This is an optimization exercise on Yosys and OpenROAD, whose aim is small area, a short achievable clock period and few clock cycles per item, not a production implementation.
No functional check of the RTL was part of any run shown here.

==> flow/design.v, too long to show whole: its modules and the start of the top module <==
// module aes_sbox_a: 94 lines
// module aes_sbox_b: 51 lines
// module g_xor2: 3 lines
// module g_xnor2: 3 lines
// module g_nand2: 3 lines
// module g_nor2: 3 lines
// module g_a22o: 3 lines
// module g_a222oi: 4 lines
// module aes_engine: 1660 lines
module aes_engine (
    input  wire         clk,
    input  wire         rst,
    input  wire         in_valid,
    output wire         in_ready,
    input  wire         in_aes256,
    input  wire [255:0] in_key,
    input  wire [127:0] in_block,
    output reg          out_valid,
    output wire [127:0] out_block
);
  // ...
==> flow/flow/run.sh <==
#!/bin/bash
# Standard layout, with the ports buffered by a plain buffer cell.
set -e
export BUFFER_PORTS_ARGS="-buffer_cell sky130_fd_sc_hd__buf_2"
bash standard.sh > standard.log 2>&1
==> flow/standard.sh <==
#!/bin/bash
# synth_recipe.tcl (not shown) runs the flow's synth.tcl, then flattens the netlist and writes it again
# the make line also repeats each setting of config.mk as NAME=value (left out here)
make -C /OpenROAD-flow-scripts/flow DESIGN_CONFIG=/design/flow/config.mk WORK_HOME=/design/flow/orfs CLKGATE_MAP_FILE= SYNTH_SCRIPT=/design/flow/synth_recipe.tcl "${@:-finish}"
==> flow/config.mk <==
export PLATFORM = sky130hd
export DESIGN_NAME = aes_engine
export DESIGN_NICKNAME = aes_engine
export VERILOG_FILES = /design/flow/design.v
export SDC_FILE = /design/flow/constraint.sdc
export NUM_CORES = 4
export LEC_CHECK = 0
export CAP_MARGIN = 20
export CORE_MARGIN = 2
export CORE_UTILIZATION = 70
export PLACE_DENSITY = 0.85
export SETUP_SLACK_MARGIN = 4.5
export SLEW_MARGIN = 20
export SYNTH_HIERARCHICAL = 1
==> flow/constraint.sdc <==
create_clock -name core_clock -period 8.0 [get_ports {clk}]
set_input_delay 1.6000 -clock core_clock [delete_from_list [all_inputs] [get_ports {clk}]]
set_output_delay 1.6000 -clock core_clock [all_outputs]
set_load 0.01 [all_outputs]
==> run_results.csv, run 1 <==
group,metric,value,unit
yosys,synthAdderAreaFrac,0.000467,
route,routedWlPerCell,26.5,um
route,wl_met3,19.4,mm
yosys,synth_compound_area_frac,0.0718,
worst_setup_path,crit_top_cell,"xor2_1",
place,dp_hpwl,129,mm
worst_setup_path,slowest_stage,"dfxtp_1",
yosys,synth_seq_area_share,0.408,
yosys,synth.area.mux_share,0.000747,
worst_setup_path,worstPathRequired,8.54,ns
sta,timing.hold.ws,0.319,ns
clock_network,postCtsSetupBuffers,11,
floorplanning,core,75900,um2
cells_and_area,final_area,66900,um2
global_route,grt_pass1_vias,40100,
clock_network,clockBufferDepth,3,
floorplanning,n_tap_cell,1030,
yosys,yosysMostFrequentCell,"xor2_1",
place,place_area,57800,um2
yosys,synthTopCellsByArea,"dfxtp_1 41%, xor2_1 36%, xnor2_1 9.9%",
yosys,synth_top_area_share,0.408,
yosys,syn_inst,5178,
route,drt_wl_total,188,mm
route,maxUsedRoutingLayer,"met5",
cells_and_area,diodes,14,
yosys,async_flop_share,0,
cells_and_area,buffer_area_frac,0.0583,
yosys,synth_cell_type_count,26,
floorplanning,rows,101,
cells_and_area,seqCellArea,22100,um2
place,portBuffers,517,
cells_and_area,top_register,"mid",
sta,slew_violations,0,
route,dr.pass1.iters,9,
cells_and_area,most-common-layout-cells,"1792 x xor2_1, 959 x dfxtp_1, 727 x nand2_1",
place,pre_cts_ws,3.48,ns
status,status,"timing/DRC/antenna clean",
worst_setup_path,rr_worst_depth,13,
worst_setup_path,cp-start-kind,"flip-flop",
==> module aes_sbox_a, before the edit <==
module aes_sbox_a (
    input  wire [7:0] a,
    output wire [20:0] m
);
  wire n1, n2, n3, n4, n5, n6, n7, n8, n9, n10, n11, n12, n13, n14, n15, n16;
  wire n17, n18, n19, n20, n21, n22, n23, n24, n25, n26, n27, n28, n29, n30, n31, n32;
  wire n33, n34, n35, n36, n37, n38, n39, n40, n41, n42, n43, n44, n45, n46, n47, n48;
  wire n49, n50, n51, n52, n53, n54, n55, n56, n57, n58, n59, n60, n61, n62, n63, n64;
  g_xor2 u0 (.a(a[7]), .b(a[4]), .y(n1));
  g_xor2 u1 (.a(a[7]), .b(a[2]), .y(m[0]));
  g_xor2 u2 (.a(a[7]), .b(a[1]), .y(n2));
  g_xor2 u3 (.a(a[4]), .b(a[2]), .y(m[1]));
  g_xor2 u4 (.a(a[3]), .b(a[1]), .y(n3));
  g_xor2 u5 (.a(n1), .b(n3), .y(m[2]));
  g_xor2 u6 (.a(a[6]), .b(a[5]), .y(n4));
  g_xor2 u7 (.a(a[0]), .b(m[2]), .y(n5));
  g_xor2 u8 (.a(a[0]), .b(n4), .y(n6));
  g_xor2 u9 (.a(m[2]), .b(n4), .y(m[3]));
  g_xor2 u10 (.a(a[6]), .b(a[2]), .y(n7));
  g_xor2 u11 (.a(a[5]), .b(a[2]), .y(n8));
  g_xor2 u12 (.a(n2), .b(m[1]), .y(m[4]));
  g_xor2 u13 (.a(m[2]), .b(n7), .y(n9));
  g_xor2 u14 (.a(n3), .b(n7), .y(n10));
  g_xor2 u15 (.a(n3), .b(n8), .y(n11));
  g_xor2 u16 (.a(n6), .b(n11), .y(n12));
  g_xor2 u17 (.a(a[4]), .b(a[0]), .y(n13));
  g_xor2 u18 (.a(n4), .b(n13), .y(n14));
  g_xor2 u19 (.a(n1), .b(n14), .y(n15));
  g_xor2 u20 (.a(a[1]), .b(a[0]), .y(n16));
  g_xor2 u21 (.a(n4), .b(n16), .y(n17));
  g_xor2 u22 (.a(m[0]), .b(n17), .y(n18));
  g_xor2 u23 (.a(m[0]), .b(m[3]), .y(n19));
  g_xor2 u24 (.a(n15), .b(n12), .y(n20));
  g_xor2 u25 (.a(n2), .b(n11), .y(n21));
  g_xor2 u26 (.a(n1), .b(n8), .y(m[5]));
  g_nand2 u27 (.a(m[4]), .b(m[2]), .y(n22));
  g_nand2 u28 (.a(n18), .b(n5), .y(n23));
  g_xnor2 u29 (.a(n9), .b(n22), .y(n24));
  g_nand2 u30 (.a(n14), .b(a[0]), .y(n25));
  g_xor2 u31 (.a(n25), .b(n22), .y(n26));
  g_nand2 u32 (.a(n2), .b(n11), .y(n27));
  g_nand2 u33 (.a(n17), .b(n6), .y(n28));
  g_xnor2 u34 (.a(n21), .b(n27), .y(n29));
  g_nand2 u35 (.a(n15), .b(n12), .y(n30));
  g_xor2 u36 (.a(n30), .b(n27), .y(n31));
  g_nand2 u37 (.a(n1), .b(n10), .y(n32));
  g_nand2 u38 (.a(m[1]), .b(m[5]), .y(n33));
  g_xor2 u39 (.a(n33), .b(n32), .y(n34));
  g_nand2 u40 (.a(m[0]), .b(m[3]), .y(n35));
  g_xor2 u41 (.a(n35), .b(n32), .y(n36));
  g_xnor2 u42 (.a(n24), .b(n23), .y(n37));
  g_xor2 u43 (.a(n26), .b(n19), .y(n38));
  g_xnor2 u44 (.a(n29), .b(n28), .y(n39));
  g_xor2 u45 (.a(n31), .b(n36), .y(n40));
  g_xor2 u46 (.a(n37), .b(n34), .y(n41));
  g_xor2 u47 (.a(n38), .b(n36), .y(n42));
  g_xor2 u48 (.a(n39), .b(n34), .y(n43));
  g_xor2 u49 (.a(n40), .b(n20), .y(n44));
  g_xnor2 u50 (.a(n43), .b(n44), .y(n45));
  g_nand2 u51 (.a(n43), .b(n41), .y(n46));
  g_xor2 u52 (.a(n42), .b(n46), .y(n47));
  g_xnor2 u53 (.a(n41), .b(n42), .y(n48));
  g_xor2 u54 (.a(n44), .b(n46), .y(n49));
  g_nor2 u55 (.a(n49), .b(n48), .y(n50));
  g_nor2 u56 (.a(n47), .b(n45), .y(n51));
  g_nand2 u57 (.a(n41), .b(n44), .y(n52));
  g_nor2 u58 (.a(n48), .b(n52), .y(n53));
  g_xor2 u59 (.a(n48), .b(n46), .y(n54));
  g_nand2 u60 (.a(n42), .b(n43), .y(n55));
  g_nor2 u61 (.a(n45), .b(n55), .y(n56));
  g_xor2 u62 (.a(n45), .b(n46), .y(n57));
  g_xor2 u63 (.a(n42), .b(n50), .y(n58));
  g_xor2 u64 (.a(n53), .b(n54), .y(n59));
  g_xor2 u65 (.a(n44), .b(n51), .y(n60));
  g_xor2 u66 (.a(n56), .b(n57), .y(n61));
  g_xor2 u67 (.a(n59), .b(n61), .y(m[6]));
  g_xor2 u68 (.a(n58), .b(n60), .y(m[7]));
  g_xor2 u69 (.a(n58), .b(n59), .y(n62));
  g_xor2 u70 (.a(n60), .b(n61), .y(m[8]));
  g_nand2 u71 (.a(n61), .b(n5), .y(m[9]));
  g_nand2 u72 (.a(n60), .b(a[0]), .y(m[10]));
  g_nand2 u73 (.a(n62), .b(n11), .y(m[11]));
  g_nand2 u74 (.a(n59), .b(n6), .y(m[12]));
  g_nand2 u75 (.a(n58), .b(n12), .y(n63));
  g_nand2 u76 (.a(m[7]), .b(n10), .y(m[13]));
  g_nand2 u77 (.a(n61), .b(n18), .y(m[14]));
  g_nand2 u78 (.a(n60), .b(n14), .y(m[15]));
  g_nand2 u79 (.a(n62), .b(n2), .y(m[16]));
  g_nand2 u80 (.a(n59), .b(n17), .y(n64));
  g_nand2 u81 (.a(n58), .b(n15), .y(m[17]));
  g_nand2 u82 (.a(m[7]), .b(n1), .y(m[18]));
  g_xor2 u83 (.a(n63), .b(n64), .y(m[19]));
  g_xor2 u84 (.a(m[10]), .b(n63), .y(m[20]));
endmodule
==> module aes_sbox_b, before the edit <==
module aes_sbox_b (
    input  wire [20:0] m
    , output wire [7:0] y
);
  wire n1, n2, n3, n4, n5, n6, n7, n8, n9, n10, n11, n12, n13, n14, n15, n16;
  wire n17, n18, n19, n20, n21, n22, n23, n24, n25, n26, n27, n28, n29, n30, n31, n32;
  wire n33, n34, n35;
  g_xor2 u0 (.a(m[7]), .b(m[6]), .y(n1));
  g_nand2 u1 (.a(m[8]), .b(m[2]), .y(n2));
  g_nand2 u2 (.a(n1), .b(m[5]), .y(n3));
  g_nand2 u3 (.a(m[6]), .b(m[3]), .y(n4));
  g_nand2 u4 (.a(m[8]), .b(m[4]), .y(n5));
  g_nand2 u5 (.a(n1), .b(m[1]), .y(n6));
  g_nand2 u6 (.a(m[6]), .b(m[0]), .y(n7));
  g_xor2 u7 (.a(m[18]), .b(n6), .y(n8));
  g_xor2 u8 (.a(m[12]), .b(m[14]), .y(n9));
  g_xor2 u9 (.a(n2), .b(m[10]), .y(n10));
  g_xor2 u10 (.a(m[9]), .b(n5), .y(n11));
  g_xor2 u11 (.a(n4), .b(m[16]), .y(n12));
  g_xor2 u12 (.a(m[11]), .b(m[18]), .y(n13));
  g_xnor2 u13 (.a(n6), .b(n13), .y(n14));
  g_xnor2 u14 (.a(n2), .b(n11), .y(n15));
  g_xor2 u15 (.a(m[13]), .b(n3), .y(n16));
  g_xnor2 u16 (.a(n3), .b(n12), .y(n17));
  g_xnor2 u17 (.a(m[17]), .b(n10), .y(n18));
  g_xnor2 u18 (.a(m[12]), .b(n8), .y(n19));
  g_xor2 u19 (.a(m[13]), .b(m[18]), .y(n20));
  g_xnor2 u20 (.a(n5), .b(n9), .y(n21));
  g_xnor2 u21 (.a(m[14]), .b(n8), .y(n22));
  g_xnor2 u22 (.a(m[15]), .b(n9), .y(n23));
  g_xnor2 u23 (.a(m[16]), .b(m[19]), .y(n24));
  g_xnor2 u24 (.a(n7), .b(n12), .y(n25));
  g_xor2 u25 (.a(n8), .b(n9), .y(n26));
  g_xor2 u26 (.a(n9), .b(n15), .y(n27));
  g_xor2 u27 (.a(n11), .b(m[20]), .y(n28));
  g_xor2 u28 (.a(n24), .b(n10), .y(n29));
  g_xor2 u29 (.a(n21), .b(n16), .y(n30));
  g_xor2 u30 (.a(n14), .b(n17), .y(n31));
  g_xor2 u31 (.a(n15), .b(n16), .y(n32));
  g_xor2 u32 (.a(m[19]), .b(n17), .y(n33));
  g_xor2 u33 (.a(n18), .b(n20), .y(n34));
  g_xor2 u34 (.a(n18), .b(n23), .y(n35));
  g_xor2 u35 (.a(n14), .b(n30), .y(y[7]));
  g_xnor2 u36 (.a(n22), .b(n32), .y(y[6]));
  g_xnor2 u37 (.a(n25), .b(n34), .y(y[5]));
  g_xor2 u38 (.a(n14), .b(n27), .y(y[4]));
  g_xor2 u39 (.a(n26), .b(n28), .y(y[3]));
  g_xor2 u40 (.a(n31), .b(n35), .y(y[2]));
  g_xnor2 u41 (.a(n19), .b(n33), .y(y[1]));
  g_xnor2 u42 (.a(n14), .b(n29), .y(y[0]));
endmodule
==> run 2: changes to the inputs <==
--- a/flow/design.v
+++ b/flow/design.v
@@ -1,152 +1,152 @@
 module aes_sbox_a (
     input  wire [7:0] a,
-    output wire [20:0] m
+    output wire [22:0] m
 );
   wire n1, n2, n3, n4, n5, n6, n7, n8, n9, n10, n11, n12, n13, n14, n15, n16;
   wire n17, n18, n19, n20, n21, n22, n23, n24, n25, n26, n27, n28, n29, n30, n31, n32;
   wire n33, n34, n35, n36, n37, n38, n39, n40, n41, n42, n43, n44, n45, n46, n47, n48;
-  wire n49, n50, n51, n52, n53, n54, n55, n56, n57, n58, n59, n60, n61, n62, n63, n64;
-  g_xor2 u0 (.a(a[7]), .b(a[4]), .y(n1));
-  g_xor2 u1 (.a(a[7]), .b(a[2]), .y(m[0]));
-  g_xor2 u2 (.a(a[7]), .b(a[1]), .y(n2));
-  g_xor2 u3 (.a(a[4]), .b(a[2]), .y(m[1]));
-  g_xor2 u4 (.a(a[3]), .b(a[1]), .y(n3));
-  g_xor2 u5 (.a(n1), .b(n3), .y(m[2]));
-  g_xor2 u6 (.a(a[6]), .b(a[5]), .y(n4));
-  g_xor2 u7 (.a(a[0]), .b(m[2]), .y(n5));
-  g_xor2 u8 (.a(a[0]), .b(n4), .y(n6));
-  g_xor2 u9 (.a(m[2]), .b(n4), .y(m[3]));
-  g_xor2 u10 (.a(a[6]), .b(a[2]), .y(n7));
-  g_xor2 u11 (.a(a[5]), .b(a[2]), .y(n8));
-  g_xor2 u12 (.a(n2), .b(m[1]), .y(m[4]));
-  g_xor2 u13 (.a(m[2]), .b(n7), .y(n9));
-  g_xor2 u14 (.a(n3), .b(n7), .y(n10));
-  g_xor2 u15 (.a(n3), .b(n8), .y(n11));
-  g_xor2 u16 (.a(n6), .b(n11), .y(n12));
-  g_xor2 u17 (.a(a[4]), .b(a[0]), .y(n13));
-  g_xor2 u18 (.a(n4), .b(n13), .y(n14));
-  g_xor2 u19 (.a(n1), .b(n14), .y(n15));
-  g_xor2 u20 (.a(a[1]), .b(a[0]), .y(n16));
-  g_xor2 u21 (.a(n4), .b(n16), .y(n17));
-  g_xor2 u22 (.a(m[0]), .b(n17), .y(n18));
-  g_xor2 u23 (.a(m[0]), .b(m[3]), .y(n19));
-  g_xor2 u24 (.a(n15), .b(n12), .y(n20));
-  g_xor2 u25 (.a(n2), .b(n11), .y(n21));
-  g_xor2 u26 (.a(n1), .b(n8), .y(m[5]));
-  g_nand2 u27 (.a(m[4]), .b(m[2]), .y(n22));
-  g_nand2 u28 (.a(n18), .b(n5), .y(n23));
-  g_xnor2 u29 (.a(n9), .b(n22), .y(n24));
-  g_nand2 u30 (.a(n14), .b(a[0]), .y(n25));
-  g_xor2 u31 (.a(n25), .b(n22), .y(n26));
-  g_nand2 u32 (.a(n2), .b(n11), .y(n27));
-  g_nand2 u33 (.a(n17), .b(n6), .y(n28));
-  g_xnor2 u34 (.a(n21), .b(n27), .y(n29));
-  g_nand2 u35 (.a(n15), .b(n12), .y(n30));
-  g_xor2 u36 (.a(n30), .b(n27), .y(n31));
-  g_nand2 u37 (.a(n1), .b(n10), .y(n32));
-  g_nand2 u38 (.a(m[1]), .b(m[5]), .y(n33));
-  g_xor2 u39 (.a(n33), .b(n32), .y(n34));
-  g_nand2 u40 (.a(m[0]), .b(m[3]), .y(n35));
-  g_xor2 u41 (.a(n35), .b(n32), .y(n36));
-  g_xnor2 u42 (.a(n24), .b(n23), .y(n37));
-  g_xor2 u43 (.a(n26), .b(n19), .y(n38));
-  g_xnor2 u44 (.a(n29), .b(n28), .y(n39));
-  g_xor2 u45 (.a(n31), .b(n36), .y(n40));
-  g_xor2 u46 (.a(n37), .b(n34), .y(n41));
-  g_xor2 u47 (.a(n38), .b(n36), .y(n42));
-  g_xor2 u48 (.a(n39), .b(n34), .y(n43));
-  g_xor2 u49 (.a(n40), .b(n20), .y(n44));
-  g_xnor2 u50 (.a(n43), .b(n44), .y(n45));
-  g_nand2 u51 (.a(n43), .b(n41), .y(n46));
-  g_xor2 u52 (.a(n42), .b(n46), .y(n47));
-  g_xnor2 u53 (.a(n41), .b(n42), .y(n48));
-  g_xor2 u54 (.a(n44), .b(n46), .y(n49));
-  g_nor2 u55 (.a(n49), .b(n48), .y(n50));
-  g_nor2 u56 (.a(n47), .b(n45), .y(n51));
-  g_nand2 u57 (.a(n41), .b(n44), .y(n52));
-  g_nor2 u58 (.a(n48), .b(n52), .y(n53));
-  g_xor2 u59 (.a(n48), .b(n46), .y(n54));
-  g_nand2 u60 (.a(n42), .b(n43), .y(n55));
-  g_nor2 u61 (.a(n45), .b(n55), .y(n56));
-  g_xor2 u62 (.a(n45), .b(n46), .y(n57));
-  g_xor2 u63 (.a(n42), .b(n50), .y(n58));
-  g_xor2 u64 (.a(n53), .b(n54), .y(n59));
-  g_xor2 u65 (.a(n44), .b(n51), .y(n60));
-  g_xor2 u66 (.a(n56), .b(n57), .y(n61));
-  g_xor2 u67 (.a(n59), .b(n61), .y(m[6]));
-  g_xor2 u68 (.a(n58), .b(n60), .y(m[7]));
-  g_xor2 u69 (.a(n58), .b(n59), .y(n62));
-  g_xor2 u70 (.a(n60), .b(n61), .y(m[8]));
-  g_nand2 u71 (.a(n61), .b(n5), .y(m[9]));
-  g_nand2 u72 (.a(n60), .b(a[0]), .y(m[10]));
-  g_nand2 u73 (.a(n62), .b(n11), .y(m[11]));
-  g_nand2 u74 (.a(n59), .b(n6), .y(m[12]));
-  g_nand2 u75 (.a(n58), .b(n12), .y(n63));
-  g_nand2 u76 (.a(m[7]), .b(n10), .y(m[13]));
-  g_nand2 u77 (.a(n61), .b(n18), .y(m[14]));
-  g_nand2 u78 (.a(n60), .b(n14), .y(m[15]));
-  g_nand2 u79 (.a(n62), .b(n2), .y(m[16]));
-  g_nand2 u80 (.a(n59), .b(n17), .y(n64));
-  g_nand2 u81 (.a(n58), .b(n15), .y(m[17]));
-  g_nand2 u82 (.a(m[7]), .b(n1), .y(m[18]));
-  g_xor2 u83 (.a(n63), .b(n64), .y(m[19]));
-  g_xor2 u84 (.a(m[10]), .b(n63), .y(m[20]));
+  wire n49, n50, n51, n52, n53, n54;
+  g_xor2 u0 (.a(a[7]), .b(a[4]), .y(m[0]));
+  g_xor2 u1 (.a(a[7]), .b(a[2]), .y(m[1]));
+  g_xor2 u2 (.a(a[7]), .b(a[1]), .y(m[2]));
+  g_xor2 u3 (.a(a[4]), .b(a[2]), .y(m[3]));
+  g_xor2 u4 (.a(a[3]), .b(a[1]), .y(n1));
+  g_xor2 u5 (.a(m[0]), .b(n1), .y(m[4]));
+  g_xor2 u6 (.a(a[6]), .b(a[5]), .y(n2));
+  g_xor2 u7 (.a(a[0]), .b(m[4]), .y(n3));
+  g_xor2 u8 (.a(a[0]), .b(n2), .y(n4));
+  g_xor2 u9 (.a(m[4]), .b(n2), .y(m[5]));
+  g_xor2 u10 (.a(a[6]), .b(a[2]), .y(n5));
+  g_xor2 u11 (.a(a[5]), .b(a[2]), .y(n6));
+  g_xor2 u12 (.a(m[2]), .b(m[3]), .y(m[6]));
+  g_xor2 u13 (.a(m[4]), .b(n5), .y(n7));
+  g_xor2 u14 (.a(n1), .b(n5), .y(m[7]));
+  g_xor2 u15 (.a(n1), .b(n6), .y(m[8]));
+  g_xor2 u16 (.a(n4), .b(m[8]), .y(n8));
+  g_xor2 u17 (.a(a[4]), .b(a[0]), .y(n9));
+  g_xor2 u18 (.a(n2), .b(n9), .y(n10));
+  g_xor2 u19 (.a(m[0]), .b(n10), .y(n11));
+  g_xor2 u20 (.a(a[1]), .b(a[0]), .y(n12));
+  g_xor2 u21 (.a(n2), .b(n12), .y(n13));
+  g_xor2 u22 (.a(m[1]), .b(n13), .y(n14));
+  g_xor2 u23 (.a(m[1]), .b(m[5]), .y(n15));
+  g_xor2 u24 (.a(n11), .b(n8), .y(n16));
+  g_xor2 u25 (.a(m[2]), .b(m[8]), .y(n17));
+  g_xor2 u26 (.a(m[0]), .b(n6), .y(m[9]));
+  g_nand2 u27 (.a(m[6]), .b(m[4]), .y(n18));
+  g_nand2 u28 (.a(n14), .b(n3), .y(n19));
+  g_xnor2 u29 (.a(n7), .b(n18), .y(n20));
+  g_nand2 u30 (.a(n10), .b(a[0]), .y(n21));
+  g_xor2 u31 (.a(n21), .b(n18), .y(n22));
+  g_nand2 u32 (.a(m[2]), .b(m[8]), .y(n23));
+  g_nand2 u33 (.a(n13), .b(n4), .y(n24));
+  g_xnor2 u34 (.a(n17), .b(n23), .y(n25));
+  g_nand2 u35 (.a(n11), .b(n8), .y(n26));
+  g_xor2 u36 (.a(n26), .b(n23), .y(n27));
+  g_nand2 u37 (.a(m[0]), .b(m[7]), .y(n28));
+  g_nand2 u38 (.a(m[3]), .b(m[9]), .y(n29));
+  g_xor2 u39 (.a(n29), .b(n28), .y(n30));
+  g_nand2 u40 (.a(m[1]), .b(m[5]), .y(n31));
+  g_xor2 u41 (.a(n31), .b(n28), .y(n32));
+  g_xnor2 u42 (.a(n20), .b(n19), .y(n33));
+  g_xor2 u43 (.a(n22), .b(n15), .y(n34));
+  g_xnor2 u44 (.a(n25), .b(n24), .y(n35));
+  g_xor2 u45 (.a(n27), .b(n32), .y(n36));
+  g_xor2 u46 (.a(n33), .b(n30), .y(n37));
+  g_xor2 u47 (.a(n34), .b(n32), .y(n38));
+  g_xor2 u48 (.a(n35), .b(n30), .y(n39));
+  g_xor2 u49 (.a(n36), .b(n16), .y(n40));
+  g_xnor2 u50 (.a(n39), .b(n40), .y(n41));
+  g_nand2 u51 (.a(n39), .b(n37), .y(n42));
+  g_xor2 u52 (.a(n38), .b(n42), .y(n43));
+  g_xnor2 u53 (.a(n37), .b(n38), .y(n44));
+  g_xor2 u54 (.a(n40), .b(n42), .y(n45));
+  g_nor2 u55 (.a(n45), .b(n44), .y(n46));
+  g_nor2 u56 (.a(n43), .b(n41), .y(n47));
+  g_nand2 u57 (.a(n37), .b(n40), .y(n48));
+  g_nor2 u58 (.a(n44), .b(n48), .y(n49));
+  g_xor2 u59 (.a(n44), .b(n42), .y(n50));
+  g_nand2 u60 (.a(n38), .b(n39), .y(n51));
+  g_nor2 u61 (.a(n41), .b(n51), .y(n52));
+  g_xor2 u62 (.a(n41), .b(n42), .y(n53));
+  g_xor2 u63 (.a(n38), .b(n46), .y(n54));
+  g_xor2 u64 (.a(n49), .b(n50), .y(m[10]));
+  g_xor2 u65 (.a(n40), .b(n47), .y(m[11]));
+  g_xor2 u66 (.a(n52), .b(n53), .y(m[12]));
+  g_xor2 u67 (.a(n54), .b(m[11]), .y(m[13]));
+  g_xor2 u68 (.a(n54), .b(m[10]), .y(m[14]));
+  g_nand2 u69 (.a(m[12]), .b(n3), .y(m[15]));
+  g_nand2 u70 (.a(m[11]), .b(a[0]), .y(m[16]));
+  g_nand2 u71 (.a(m[10]), .b(n4), .y(m[17]));
+  g_nand2 u72 (.a(n54), .b(n8), .y(m[18]));
+  g_nand2 u73 (.a(m[12]), .b(n14), .y(m[19]));
+  g_nand2 u74 (.a(m[11]), .b(n10), .y(m[20]));
+  g_nand2 u75 (.a(m[10]), .b(n13), .y(m[21]));
+  g_nand2 u76 (.a(n54), .b(n11), .y(m[22]));
 endmodule
 module aes_sbox_b (
-    input  wire [20:0] m
+    input  wire [22:0] m
     , output wire [7:0] y
 );
   wire n1, n2, n3, n4, n5, n6, n7, n8, n9, n10, n11, n12, n13, n14, n15, n16;
   wire n17, n18, n19, n20, n21, n22, n23, n24, n25, n26, n27, n28, n29, n30, n31, n32;
-  wire n33, n34, n35;
-  g_xor2 u0 (.a(m[7]), .b(m[6]), .y(n1));
-  g_nand2 u1 (.a(m[8]), .b(m[2]), .y(n2));
-  g_nand2 u2 (.a(n1), .b(m[5]), .y(n3));
-  g_nand2 u3 (.a(m[6]), .b(m[3]), .y(n4));
-  g_nand2 u4 (.a(m[8]), .b(m[4]), .y(n5));
-  g_nand2 u5 (.a(n1), .b(m[1]), .y(n6));
-  g_nand2 u6 (.a(m[6]), .b(m[0]), .y(n7));
-  g_xor2 u7 (.a(m[18]), .b(n6), .y(n8));
-  g_xor2 u8 (.a(m[12]), .b(m[14]), .y(n9));
-  g_xor2 u9 (.a(n2), .b(m[10]), .y(n10));
-  g_xor2 u10 (.a(m[9]), .b(n5), .y(n11));
-  g_xor2 u11 (.a(n4), .b(m[16]), .y(n12));
-  g_xor2 u12 (.a(m[11]), .b(m[18]), .y(n13));
-  g_xnor2 u13 (.a(n6), .b(n13), .y(n14));
-  g_xnor2 u14 (.a(n2), .b(n11), .y(n15));
-  g_xor2 u15 (.a(m[13]), .b(n3), .y(n16));
-  g_xnor2 u16 (.a(n3), .b(n12), .y(n17));
-  g_xnor2 u17 (.a(m[17]), .b(n10), .y(n18));
-  g_xnor2 u18 (.a(m[12]), .b(n8), .y(n19));
-  g_xor2 u19 (.a(m[13]), .b(m[18]), .y(n20));
-  g_xnor2 u20 (.a(n5), .b(n9), .y(n21));
-  g_xnor2 u21 (.a(m[14]), .b(n8), .y(n22));
-  g_xnor2 u22 (.a(m[15]), .b(n9), .y(n23));
-  g_xnor2 u23 (.a(m[16]), .b(m[19]), .y(n24));
-  g_xnor2 u24 (.a(n7), .b(n12), .y(n25));
-  g_xor2 u25 (.a(n8), .b(n9), .y(n26));
-  g_xor2 u26 (.a(n9), .b(n15), .y(n27));
-  g_xor2 u27 (.a(n11), .b(m[20]), .y(n28));
-  g_xor2 u28 (.a(n24), .b(n10), .y(n29));
-  g_xor2 u29 (.a(n21), .b(n16), .y(n30));
-  g_xor2 u30 (.a(n14), .b(n17), .y(n31));
-  g_xor2 u31 (.a(n15), .b(n16), .y(n32));
-  g_xor2 u32 (.a(m[19]), .b(n17), .y(n33));
-  g_xor2 u33 (.a(n18), .b(n20), .y(n34));
-  g_xor2 u34 (.a(n18), .b(n23), .y(n35));
-  g_xor2 u35 (.a(n14), .b(n30), .y(y[7]));
-  g_xnor2 u36 (.a(n22), .b(n32), .y(y[6]));
-  g_xnor2 u37 (.a(n25), .b(n34), .y(y[5]));
-  g_xor2 u38 (.a(n14), .b(n27), .y(y[4]));
-  g_xor2 u39 (.a(n26), .b(n28), .y(y[3]));
-  g_xor2 u40 (.a(n31), .b(n35), .y(y[2]));
-  g_xnor2 u41 (.a(n19), .b(n33), .y(y[1]));
-  g_xnor2 u42 (.a(n14), .b(n29), .y(y[0]));
+  wire n33, n34, n35, n36, n37, n38, n39, n40, n41, n42, n43;
+  g_xor2 u0 (.a(m[10]), .b(m[12]), .y(n1));
+  g_xor2 u1 (.a(m[11]), .b(m[12]), .y(n2));
+  g_xor2 u2 (.a(m[13]), .b(n1), .y(n3));
+  g_nand2 u3 (.a(n2), .b(m[4]), .y(n4));
+  g_nand2 u4 (.a(m[14]), .b(m[8]), .y(n5));
+  g_nand2 u5 (.a(m[13]), .b(m[7]), .y(n6));
+  g_nand2 u6 (.a(n3), .b(m[9]), .y(n7));
+  g_nand2 u7 (.a(n1), .b(m[5]), .y(n8));
+  g_nand2 u8 (.a(n2), .b(m[6]), .y(n9));
+  g_nand2 u9 (.a(m[14]), .b(m[2]), .y(n10));
+  g_nand2 u10 (.a(m[13]), .b(m[0]), .y(n11));
+  g_nand2 u11 (.a(n3), .b(m[3]), .y(n12));
+  g_nand2 u12 (.a(n1), .b(m[1]), .y(n13));
+  g_xor2 u13 (.a(n11), .b(n12), .y(n14));
+  g_xor2 u14 (.a(m[17]), .b(m[19]), .y(n15));
+  g_xor2 u15 (.a(n4), .b(m[16]), .y(n16));
+  g_xor2 u16 (.a(m[15]), .b(n9), .y(n17));
+  g_xor2 u17 (.a(n8), .b(n10), .y(n18));
+  g_xor2 u18 (.a(n5), .b(n11), .y(n19));
+  g_xnor2 u19 (.a(n12), .b(n19), .y(n20));
+  g_xnor2 u20 (.a(n4), .b(n17), .y(n21));
+  g_xor2 u21 (.a(m[18]), .b(m[21]), .y(n22));
+  g_xor2 u22 (.a(n6), .b(n7), .y(n23));
+  g_xnor2 u23 (.a(n7), .b(n18), .y(n24));
+  g_xnor2 u24 (.a(m[22]), .b(n16), .y(n25));
+  g_xor2 u25 (.a(m[16]), .b(m[18]), .y(n26));
+  g_xnor2 u26 (.a(m[17]), .b(n14), .y(n27));
+  g_xor2 u27 (.a(n6), .b(n11), .y(n28));
+  g_xnor2 u28 (.a(n9), .b(n15), .y(n29));
+  g_xnor2 u29 (.a(m[19]), .b(n14), .y(n30));
+  g_xnor2 u30 (.a(m[20]), .b(n15), .y(n31));
+  g_xnor2 u31 (.a(n10), .b(n22), .y(n32));
+  g_xnor2 u32 (.a(n13), .b(n18), .y(n33));
+  g_xor2 u33 (.a(n14), .b(n15), .y(n34));
+  g_xor2 u34 (.a(n15), .b(n21), .y(n35));
+  g_xor2 u35 (.a(n17), .b(n26), .y(n36));
+  g_xor2 u36 (.a(n32), .b(n16), .y(n37));
+  g_xor2 u37 (.a(n29), .b(n23), .y(n38));
+  g_xor2 u38 (.a(n20), .b(n24), .y(n39));
+  g_xor2 u39 (.a(n21), .b(n23), .y(n40));
+  g_xor2 u40 (.a(n22), .b(n24), .y(n41));
+  g_xor2 u41 (.a(n25), .b(n28), .y(n42));
+  g_xor2 u42 (.a(n25), .b(n31), .y(n43));
+  g_xor2 u43 (.a(n20), .b(n38), .y(y[7]));
+  g_xnor2 u44 (.a(n30), .b(n40), .y(y[6]));
+  g_xnor2 u45 (.a(n33), .b(n42), .y(y[5]));
+  g_xor2 u46 (.a(n20), .b(n35), .y(y[4]));
+  g_xor2 u47 (.a(n34), .b(n36), .y(y[3]));
+  g_xor2 u48 (.a(n39), .b(n43), .y(y[2]));
+  g_xnor2 u49 (.a(n27), .b(n41), .y(y[1]));
+  g_xnor2 u50 (.a(n20), .b(n37), .y(y[0]));
 endmodule
 module g_xor2 (input wire a, input wire b, output wire y);
   assign y = a ^ b;
 endmodule
 module g_xnor2 (input wire a, input wire b, output wire y);
   assign y = ~(a ^ b);
 endmodule
 module g_nand2 (input wire a, input wire b, output wire y);
@@ -168,53 +168,67 @@
     input  wire         in_valid,
     output wire         in_ready,
     input  wire         in_aes256,
     input  wire [255:0] in_key,
     input  wire [127:0] in_block,
     output reg          out_valid,
     output wire [127:0] out_block
 );
-  localparam NS = 21;    
-  localparam NK = 21;    
+  localparam NS = 23;    
+  localparam NK = 23;    
   reg [127:0]    state;
   reg [127:0]    ka1_n;    
   reg [127:0]    kb1;      
-  reg            c1_busy, c1_aes256, c1_first, c1_last;
+  reg            c1_busy, c1_aes256;
   reg   [3:0]    c1_round;
-  reg   [7:0]    c1_rcon;
   reg [16*NS-1:0] mid;
   reg  [4*NK-1:0] kmid;
   reg [127:0]    ka2_n;
   reg [127:0]    kb2;
-  reg            c2_busy, c2_aes256, c2_first, c2_last;
+  reg            c2_busy, c2_aes256;
   reg   [3:0]    c2_round;
-  reg   [7:0]    c2_rcon;
   wire [127:0]    state_d, ka1_d, kb1_d;
   wire [16*NS-1:0] mid_d;
   wire  [4*NK-1:0] kmid_d;
   wire [127:0]    in_key_hi = in_key[255:128];
   wire [127:0]    sb;
   wire  [31:0]    sw;
   wire stall = c1_busy && c1_aes256 && (c1_round < 4'd5);
   assign in_ready  = !c2_busy && !stall;
   assign out_block = state;
+  wire c2_first  = c2_aes256 && (c2_round == 4'd1);
+  wire c2_last   = (c2_round == (c2_aes256 ? 4'd14 : 4'd10));
+  wire [3:0] rc_idx = c2_aes256 ? {1'b0, c2_round[3:1]} : c2_round;
+  reg  [7:0] c2_rcon;
+  always @(*) begin
+    case (rc_idx)
+      4'd1:    c2_rcon = 8'h01;
+      4'd2:    c2_rcon = 8'h02;
+      4'd3:    c2_rcon = 8'h04;
+      4'd4:    c2_rcon = 8'h08;
+      4'd5:    c2_rcon = 8'h10;
+      4'd6:    c2_rcon = 8'h20;
+      4'd7:    c2_rcon = 8'h40;
+      4'd8:    c2_rcon = 8'h80;
+      4'd9:    c2_rcon = 8'h1b;
+      4'd10:   c2_rcon = 8'h36;
+      default: c2_rcon = 8'h00;
+    endcase
+  end
   wire busy2     = c2_busy;
   wire nbusy2    = !c2_busy;
   wire mix_en    = c2_busy && !c2_last;
   wire k256      = c2_busy && c2_aes256;
   wire ld256     = !c2_busy && in_aes256;
   wire kpass     = !(k256 || ld256);
   wire rot       = !c2_aes256 || !c2_round[0];
   wire rot_e     = rot && !c2_first;
   wire nrot_e    = !rot && !c2_first;
   wire [7:0] rc_e = rot_e ? c2_rcon : 8'h00;
-  function [7:0] xtime(input [7:0] b);
-    xtime = {b[6:0], 1'b0} ^ (b[7] ? 8'h1b : 8'h00);
-  endfunction
   wire w1, w2, w3, w4, w5, w6, w7, w8, w9, w10, w11, w12, w13, w14, w15, w16;
   wire w17, w18, w19, w20, w21, w22, w23, w24, w25, w26, w27, w28, w29, w30, w31, w32;
   wire w33, w34, w35, w36, w37, w38, w39, w40, w41, w42, w43, w44, w45, w46, w47, w48;
   wire w49, w50, w51, w52, w53, w54, w55, w56, w57, w58, w59, w60, w61, w62, w63, w64;
   wire w65, w66, w67, w68, w69, w70, w71, w72, w73, w74, w75, w76, w77, w78, w79, w80;
   wire w81, w82, w83, w84, w85, w86, w87, w88, w89, w90, w91, w92, w93, w94, w95, w96;
   wire w97, w98, w99, w100, w101, w102, w103, w104, w105, w106, w107, w108, w109, w110, w111, w112;
   wire w113, w114, w115, w116, w117, w118, w119, w120, w121, w122, w123, w124, w125, w126, w127, w128;
@@ -273,56 +287,56 @@
   wire w961, w962, w963, w964, w965, w966, w967, w968, w969, w970, w971, w972, w973, w974, w975, w976;
   wire w977, w978, w979, w980, w981, w982, w983, w984, w985, w986, w987, w988, w989, w990, w991, w992;
   wire w993, w994, w995, w996, w997, w998, w999, w1000, w1001, w1002, w1003, w1004, w1005, w1006, w1007, w1008;
   wire w1009, w1010, w1011, w1012, w1013, w1014, w1015, w1016, w1017, w1018, w1019, w1020, w1021, w1022, w1023, w1024;
   wire w1025, w1026, w1027, w1028, w1029, w1030, w1031, w1032, w1033, w1034, w1035, w1036, w1037, w1038, w1039, w1040;
   wire w1041, w1042, w1043, w1044, w1045, w1046, w1047, w1048, w1049, w1050, w1051, w1052, w1053, w1054, w1055, w1056;
   wire w1057, w1058, w1059, w1060, w1061, w1062, w1063, w1064, w1065, w1066, w1067, w1068, w1069, w1070, w1071, w1072;
   wire w1073, w1074, w1075, w1076, w1077, w1078, w1079, w1080;
-  aes_sbox_a u_sa0 (.a(state[127:120]), .m(mid_d[20:0]));
-  aes_sbox_a u_sa1 (.a(state[119:112]), .m(mid_d[41:21]));
-  aes_sbox_a u_sa2 (.a(state[111:104]), .m(mid_d[62:42]));
-  aes_sbox_a u_sa3 (.a(state[103:96]), .m(mid_d[83:63]));
-  aes_sbox_a u_sa4 (.a(state[95:88]), .m(mid_d[104:84]));
-  aes_sbox_a u_sa5 (.a(state[87:80]), .m(mid_d[125:105]));
-  aes_sbox_a u_sa6 (.a(state[79:72]), .m(mid_d[146:126]));
-  aes_sbox_a u_sa7 (.a(state[71:64]), .m(mid_d[167:147]));
-  aes_sbox_a u_sa8 (.a(state[63:56]), .m(mid_d[188:168]));
-  aes_sbox_a u_sa9 (.a(state[55:48]), .m(mid_d[209:189]));
-  aes_sbox_a u_sa10 (.a(state[47:40]), .m(mid_d[230:210]));
-  aes_sbox_a u_sa11 (.a(state[39:32]), .m(mid_d[251:231]));
-  aes_sbox_a u_sa12 (.a(state[31:24]), .m(mid_d[272:252]));
-  aes_sbox_a u_sa13 (.a(state[23:16]), .m(mid_d[293:273]));
-  aes_sbox_a u_sa14 (.a(state[15:8]), .m(mid_d[314:294]));
-  aes_sbox_a u_sa15 (.a(state[7:0]), .m(mid_d[335:315]));
-  aes_sbox_a u_ka0 (.a(kb1[31:24]), .m(kmid_d[20:0]));
-  aes_sbox_a u_ka1 (.a(kb1[23:16]), .m(kmid_d[41:21]));
-  aes_sbox_a u_ka2 (.a(kb1[15:8]), .m(kmid_d[62:42]));
-  aes_sbox_a u_ka3 (.a(kb1[7:0]), .m(kmid_d[83:63]));
-  aes_sbox_b u_sb0 (.m(mid[20:0]), .y(sb[127:120]));
-  aes_sbox_b u_sb1 (.m(mid[41:21]), .y(sb[119:112]));
-  aes_sbox_b u_sb2 (.m(mid[62:42]), .y(sb[111:104]));
-  aes_sbox_b u_sb3 (.m(mid[83:63]), .y(sb[103:96]));
-  aes_sbox_b u_sb4 (.m(mid[104:84]), .y(sb[95:88]));
-  aes_sbox_b u_sb5 (.m(mid[125:105]), .y(sb[87:80]));
-  aes_sbox_b u_sb6 (.m(mid[146:126]), .y(sb[79:72]));
-  aes_sbox_b u_sb7 (.m(mid[167:147]), .y(sb[71:64]));
-  aes_sbox_b u_sb8 (.m(mid[188:168]), .y(sb[63:56]));
-  aes_sbox_b u_sb9 (.m(mid[209:189]), .y(sb[55:48]));
-  aes_sbox_b u_sb10 (.m(mid[230:210]), .y(sb[47:40]));
-  aes_sbox_b u_sb11 (.m(mid[251:231]), .y(sb[39:32]));
-  aes_sbox_b u_sb12 (.m(mid[272:252]), .y(sb[31:24]));
-  aes_sbox_b u_sb13 (.m(mid[293:273]), .y(sb[23:16]));
-  aes_sbox_b u_sb14 (.m(mid[314:294]), .y(sb[15:8]));
-  aes_sbox_b u_sb15 (.m(mid[335:315]), .y(sb[7:0]));
-  aes_sbox_b u_kb0 (.m(kmid[20:0]), .y(sw[31:24]));
-  aes_sbox_b u_kb1 (.m(kmid[41:21]), .y(sw[23:16]));
-  aes_sbox_b u_kb2 (.m(kmid[62:42]), .y(sw[15:8]));
-  aes_sbox_b u_kb3 (.m(kmid[83:63]), .y(sw[7:0]));
+  aes_sbox_a u_sa0 (.a(state[127:120]), .m(mid_d[22:0]));
+  aes_sbox_a u_sa1 (.a(state[119:112]), .m(mid_d[45:23]));
+  aes_sbox_a u_sa2 (.a(state[111:104]), .m(mid_d[68:46]));
+  aes_sbox_a u_sa3 (.a(state[103:96]), .m(mid_d[91:69]));
+  aes_sbox_a u_sa4 (.a(state[95:88]), .m(mid_d[114:92]));
+  aes_sbox_a u_sa5 (.a(state[87:80]), .m(mid_d[137:115]));
+  aes_sbox_a u_sa6 (.a(state[79:72]), .m(mid_d[160:138]));
+  aes_sbox_a u_sa7 (.a(state[71:64]), .m(mid_d[183:161]));
+  aes_sbox_a u_sa8 (.a(state[63:56]), .m(mid_d[206:184]));
+  aes_sbox_a u_sa9 (.a(state[55:48]), .m(mid_d[229:207]));
+  aes_sbox_a u_sa10 (.a(state[47:40]), .m(mid_d[252:230]));
+  aes_sbox_a u_sa11 (.a(state[39:32]), .m(mid_d[275:253]));
+  aes_sbox_a u_sa12 (.a(state[31:24]), .m(mid_d[298:276]));
+  aes_sbox_a u_sa13 (.a(state[23:16]), .m(mid_d[321:299]));
+  aes_sbox_a u_sa14 (.a(state[15:8]), .m(mid_d[344:322]));
+  aes_sbox_a u_sa15 (.a(state[7:0]), .m(mid_d[367:345]));
+  aes_sbox_a u_ka0 (.a(kb1[31:24]), .m(kmid_d[22:0]));
+  aes_sbox_a u_ka1 (.a(kb1[23:16]), .m(kmid_d[45:23]));
+  aes_sbox_a u_ka2 (.a(kb1[15:8]), .m(kmid_d[68:46]));
+  aes_sbox_a u_ka3 (.a(kb1[7:0]), .m(kmid_d[91:69]));
+  aes_sbox_b u_sb0 (.m(mid[22:0]), .y(sb[127:120]));
+  aes_sbox_b u_sb1 (.m(mid[45:23]), .y(sb[119:112]));
+  aes_sbox_b u_sb2 (.m(mid[68:46]), .y(sb[111:104]));
+  aes_sbox_b u_sb3 (.m(mid[91:69]), .y(sb[103:96]));
+  aes_sbox_b u_sb4 (.m(mid[114:92]), .y(sb[95:88]));
+  aes_sbox_b u_sb5 (.m(mid[137:115]), .y(sb[87:80]));
+  aes_sbox_b u_sb6 (.m(mid[160:138]), .y(sb[79:72]));
+  aes_sbox_b u_sb7 (.m(mid[183:161]), .y(sb[71:64]));
+  aes_sbox_b u_sb8 (.m(mid[206:184]), .y(sb[63:56]));
+  aes_sbox_b u_sb9 (.m(mid[229:207]), .y(sb[55:48]));
+  aes_sbox_b u_sb10 (.m(mid[252:230]), .y(sb[47:40]));
+  aes_sbox_b u_sb11 (.m(mid[275:253]), .y(sb[39:32]));
+  aes_sbox_b u_sb12 (.m(mid[298:276]), .y(sb[31:24]));
+  aes_sbox_b u_sb13 (.m(mid[321:299]), .y(sb[23:16]));
+  aes_sbox_b u_sb14 (.m(mid[344:322]), .y(sb[15:8]));
+  aes_sbox_b u_sb15 (.m(mid[367:345]), .y(sb[7:0]));
+  aes_sbox_b u_kb0 (.m(kmid[22:0]), .y(sw[31:24]));
+  aes_sbox_b u_kb1 (.m(kmid[45:23]), .y(sw[23:16]));
+  aes_sbox_b u_kb2 (.m(kmid[68:46]), .y(sw[15:8]));
+  aes_sbox_b u_kb3 (.m(kmid[91:69]), .y(sw[7:0]));
   g_a22o u0 (.s0(rot_e), .a(sw[16]), .s1(nrot_e), .b(sw[24]), .y(w1));
   g_a22o u1 (.s0(rot_e), .a(sw[17]), .s1(nrot_e), .b(sw[25]), .y(w2));
   g_a22o u2 (.s0(rot_e), .a(sw[18]), .s1(nrot_e), .b(sw[26]), .y(w3));
   g_a22o u3 (.s0(rot_e), .a(sw[19]), .s1(nrot_e), .b(sw[27]), .y(w4));
   g_a22o u4 (.s0(rot_e), .a(sw[20]), .s1(nrot_e), .b(sw[28]), .y(w5));
   g_a22o u5 (.s0(rot_e), .a(sw[21]), .s1(nrot_e), .b(sw[29]), .y(w6));
   g_a22o u6 (.s0(rot_e), .a(sw[22]), .s1(nrot_e), .b(sw[30]), .y(w7));
   g_a22o u7 (.s0(rot_e), .a(sw[23]), .s1(nrot_e), .b(sw[31]), .y(w8));
@@ -1798,27 +1812,18 @@
     state <= state_d;
     ka1_n <= ka1_d;
     kb1   <= kb1_d;
     mid   <= mid_d;
     kmid  <= kmid_d;
     ka2_n <= ka1_n;
     kb2   <= kb1;
     c2_aes256 <= c1_aes256;
-    c2_first  <= c1_first;
-    c2_last   <= c1_last;
     c2_round  <= c1_round;
-    c2_rcon   <= c1_rcon;
     if (!c2_busy) begin
       c1_aes256 <= in_aes256;
-      c1_first  <= in_aes256;
-      c1_last   <= 1'b0;
       c1_round  <= 4'd1;
-      c1_rcon   <= 8'h01;
     end else begin
       c1_aes256 <= c2_aes256;
-      c1_first  <= 1'b0;
-      c1_last   <= (c2_round == (c2_aes256 ? 4'd13 : 4'd9));
       c1_round  <= c2_round + 4'd1;
-      c1_rcon   <= rot_e ? xtime(c2_rcon) : c2_rcon;
     end
   end
 endmodule
==> flow/flow/run.sh (replaced) <==
#!/bin/bash
# Standard layout, with the ports buffered by a plain buffer cell and no
# dummy loads added to the clock tree.
set -e
export BUFFER_PORTS_ARGS="-buffer_cell sky130_fd_sc_hd__buf_2"
export CTS_ARGS="-sink_clustering_enable -repair_clock_nets -dont_use_dummy_load"
bash standard.sh > standard.log 2>&1
==> flow/config.mk (replaced) <==
export PLATFORM = sky130hd
export DESIGN_NAME = aes_engine
export DESIGN_NICKNAME = aes_engine
export VERILOG_FILES = /design/flow/design.v
export SDC_FILE = /design/flow/constraint.sdc
export NUM_CORES = 4
export LEC_CHECK = 0
export CAP_MARGIN = 20
export CORE_MARGIN = 2
export CORE_UTILIZATION = 60
export PLACE_DENSITY = 0.75
export SETUP_SLACK_MARGIN = 4.5
export SLEW_MARGIN = 20
export SYNTH_HIERARCHICAL = 1
==> run_results.csv, run 2 <==
group,metric,value,unit
sta,period_share,0.460,
clock_network,cts_buffers,111,
worst_setup_path,slowest_stage,"xor2_1",
yosys,syn-num-nets,5606,
floorplanning,fp.dieW,304,um
cells_and_area,largest_register_ffs,368,
route,drc,0,
yosys,yosysMostFrequentCell,"xor2_1",
place,dp_hpwl,136,mm
floorplanning,core,89700,um2
sta,max_freq,272,MHz
worst_setup_path,worstPathMaxFanout,4,
place,portBuffers,517,
sta,slew_headroom,0.337,
global_route,gr-total-overflow,0,
route,via_per_inst,5.61,
yosys,netlist_area,54100,um2
route,first_iter_violations,4137,
worst_setup_path,path_cells,"xor2_1, nand2_1, xor2_1, xnor2_1, xor2_1, xor2_2, xor2_2, xor2_2, xor2_1, nand2_1, xnor2_1",
clock_network,clockBufferDepth,3,
worst_setup_path,criticalPathCategory,"flip-flop to flip-flop",
flow_run,drv_cap,0,
clock_network,cts_sinks,1113,
clock_network,cts_tree,"done",
floorplanning,dieArea,92600,um2
global_route,grt_pass1_vias,38900,
sta,skew,0.0620,ns
cells_and_area,syn_to_final_growth,21.1,%
route,drt_wl_total,179,mm
sta,finalCriticalPeriod,3.68,ns
cells_and_area,most-common-layout-cells,"1880 x xor2_1, 1046 x dfxtp_1, 736 x nand2_1",
status,status,"timing/DRC/antenna clean",
global_route,grt_pass1_wl,251,mm
clock_network,insertion_delay,0.70,ns
cells_and_area,final_nets,6323,
route,dr_total_vias,39900,
worst_hold_path,hold_class,"flip-flop to flip-flop",
yosys,ys_ff_latch,1113,
yosys,ys_top_cells_by_count,"2200 x xor2_1, 1113 x dfxtp_1, 736 x nand2_1",
cells_and_area,seqCellArea,22400,um2
route,dr.pass1.iters,8,
yosys,yosysTopAreaCell,"dfxtp_1",
yosys,synth_cell_type_count,30,
yosys,syn_inst,5211,
clock_network,cts.clk_slew.worst_paths,0.06,ns
sta,slew_violations,0,
floorplanning,start_util,0.603,
cells_and_area,fillCellCount,6535,
yosys,synth_edf_count,0,
yosys,synth_top_area_share,0.412,
clock_network,h-tree-depth,3,
clock_network,root_buffer,"clkbuf_16",
sta,grt_setup_unrepaired,"yes",
yosys,async_flop_share,0,
floorplanning,chipHeight,304,um
yosys,synth_seq_area_share,0.412,
worst_setup_path,crit_top_cell,"xor2_1",
sta,tightest_slew,0.995,ns
cells_and_area,final_common_cell,"xor2_1",
global_route,grt_antenna_before_repair,17,
sta,tns,0,ns
worst_setup_path,cp.arrival,4.30,ns
route,routedWlPerCell,25.2,um
floorplanning,rows,110,
yosys,yosys_warnings,7,
sta,setup_viol,0,
worst_setup_path,worstPathRequired,8.62,ns
sta,hold_viol_final,0,
place,gp_congestion,1.03,
worst_setup_path,critPathCaptureType,"flip-flop",
floorplanning,io_pins,518,
cells_and_area,top_register,"mid",
worst_setup_path,slowest_delay,0.56,ns
global_route,grt_use_total,0.365,
cells_and_area,drive_above_1_share,0.207,
yosys,synthTopCellsByArea,"dfxtp_1 41%, xor2_1 36%, xnor2_1 9.8%",
worst_setup_path,cp-start-kind,"flip-flop",
yosys,ys.flop_type,"dfxtp_1",
yosys,syn_avg_cell_area,10.4,um2
route,ant_nets,0,
cells_and_area,multi_input_area,35500,um2
global_route,grt_max_degree,75,
run 2: critical path, delay by kind of cell (launching register included):
family	cells	cell delay [ns]
xor gates and xnor gates	9	2.98
DFF	1	0.36
and+or+nand+nor	2	0.30
run 2: layout make-up:
class | instances | area share
Clock buffer | 111 | 0.0424
Multi-Input combinational cell | 4085 | 0.542
Inverter | 9 | 0.000668
Antenna cell | 13 | 0.000497
Tap cell | 1176 | 0.0225
Timing Repair Buffer | 608 | 0.0506
Sequential cell | 1113 | 0.341
run 2: through the flow:
step	hold slack [ns]	setup WS, ns	cell area [um2]	cells	util
5_1_grt	0.287	4.31	65500	7114	0.730
3_3_place_gp	0.310	4.03	58300	6922	0.650
4_1_cts	0.279	4.36	62200	7037	0.693
2_1_floorplan	0.310	-2.55	54100	5211	-
3_5_place_dp	0.312	3.98	58300	6922	0.650
6_report	0.281	4.32	65500	7115	0.730
run 2: cells by family after synthesis:
family,share of synthesized area
buffers and inverters,0.00120
AND/OR/NAND/NOR,0.0598
flip-flops,0.412
AO/OA/AOI/OAI,0.0719
adder cells (fa/ha/maj),0.00162
XOR/XNOR,0.454
run 2: path summary, 6_finish.rpt:
path / start / endpoint / slack (ns) / cells after the start
max reg2reg: mid[150]$_DFF_P_ / state[4]$_DFF_P_ / 4.32 / 11
min: ka1_n[83]$_DFF_P_ / ka2_n[83]$_DFF_P_ / 0.28 / 0
min reg2reg: ka1_n[83]$_DFF_P_ / ka2_n[83]$_DFF_P_ / 0.28 / 0
max: mid[150]$_DFF_P_ / state[4]$_DFF_P_ / 4.32 / 11
run 2: per-module statistics from Yosys, one instance, submodules excluded, excerpt:
module      cell area (um2)  cells
g_nor2                 3.75      1
g_xor2                 8.76      1
g_a22o                 8.76      1
aes_engine            22700   1187
g_nand2                3.75      1
g_xnor2                8.76      1
g_a222oi               10.0      1
run 2: timing repair:
item / 4_1_cts / 5_1_grt
setup endpoints to repair: 283 / 387
pin swaps: 2 / 50
gates resized for setup: 152 / 417
hold buffers: 0 / 0
gates cloned: 0 / 0
endpoints found under the hold margin: 0 / 0
buffers inserted: 4 / 65
run 2: per-layer routing:
layer,part of all wire,GRT usage
met1,0.40,0.482
met2,0.46,0.585
met3,0.076,0.0536
met4,0.062,0.187
met5,0.00018,0

port drivers added, routing unchanged:
In the flow no input, the clock included, has a driving cell. The finished layouts below were timed again as built, in two steps. Step 1: set_driving_cell puts a clkbuf_16 on clk and a buf_2 on each other input, an assumption about the parent block. Step 2 times the ports against the registers' clock, not the clock port: input delays grow and output delays shrink by t, the midpoint of the rising clock arrivals with the driver on. a / b / c = ideal ports / drivers / drivers and shift; a / b = the first two.
run	t, ns	setup slack, ns	worst data-port slew with drivers (ns)	cell pins on the clock port's net
run 1	0.755	4.057 / 4.057 / 3.745	0.12	1
run 2	0.744	4.320 / 4.320 / 3.879	0.11	1
After both steps every run listed still meets setup and hold. The setup slack of run 2, which loses most, moves by 0.000 ns with the drivers and by -0.441 ns with both steps.
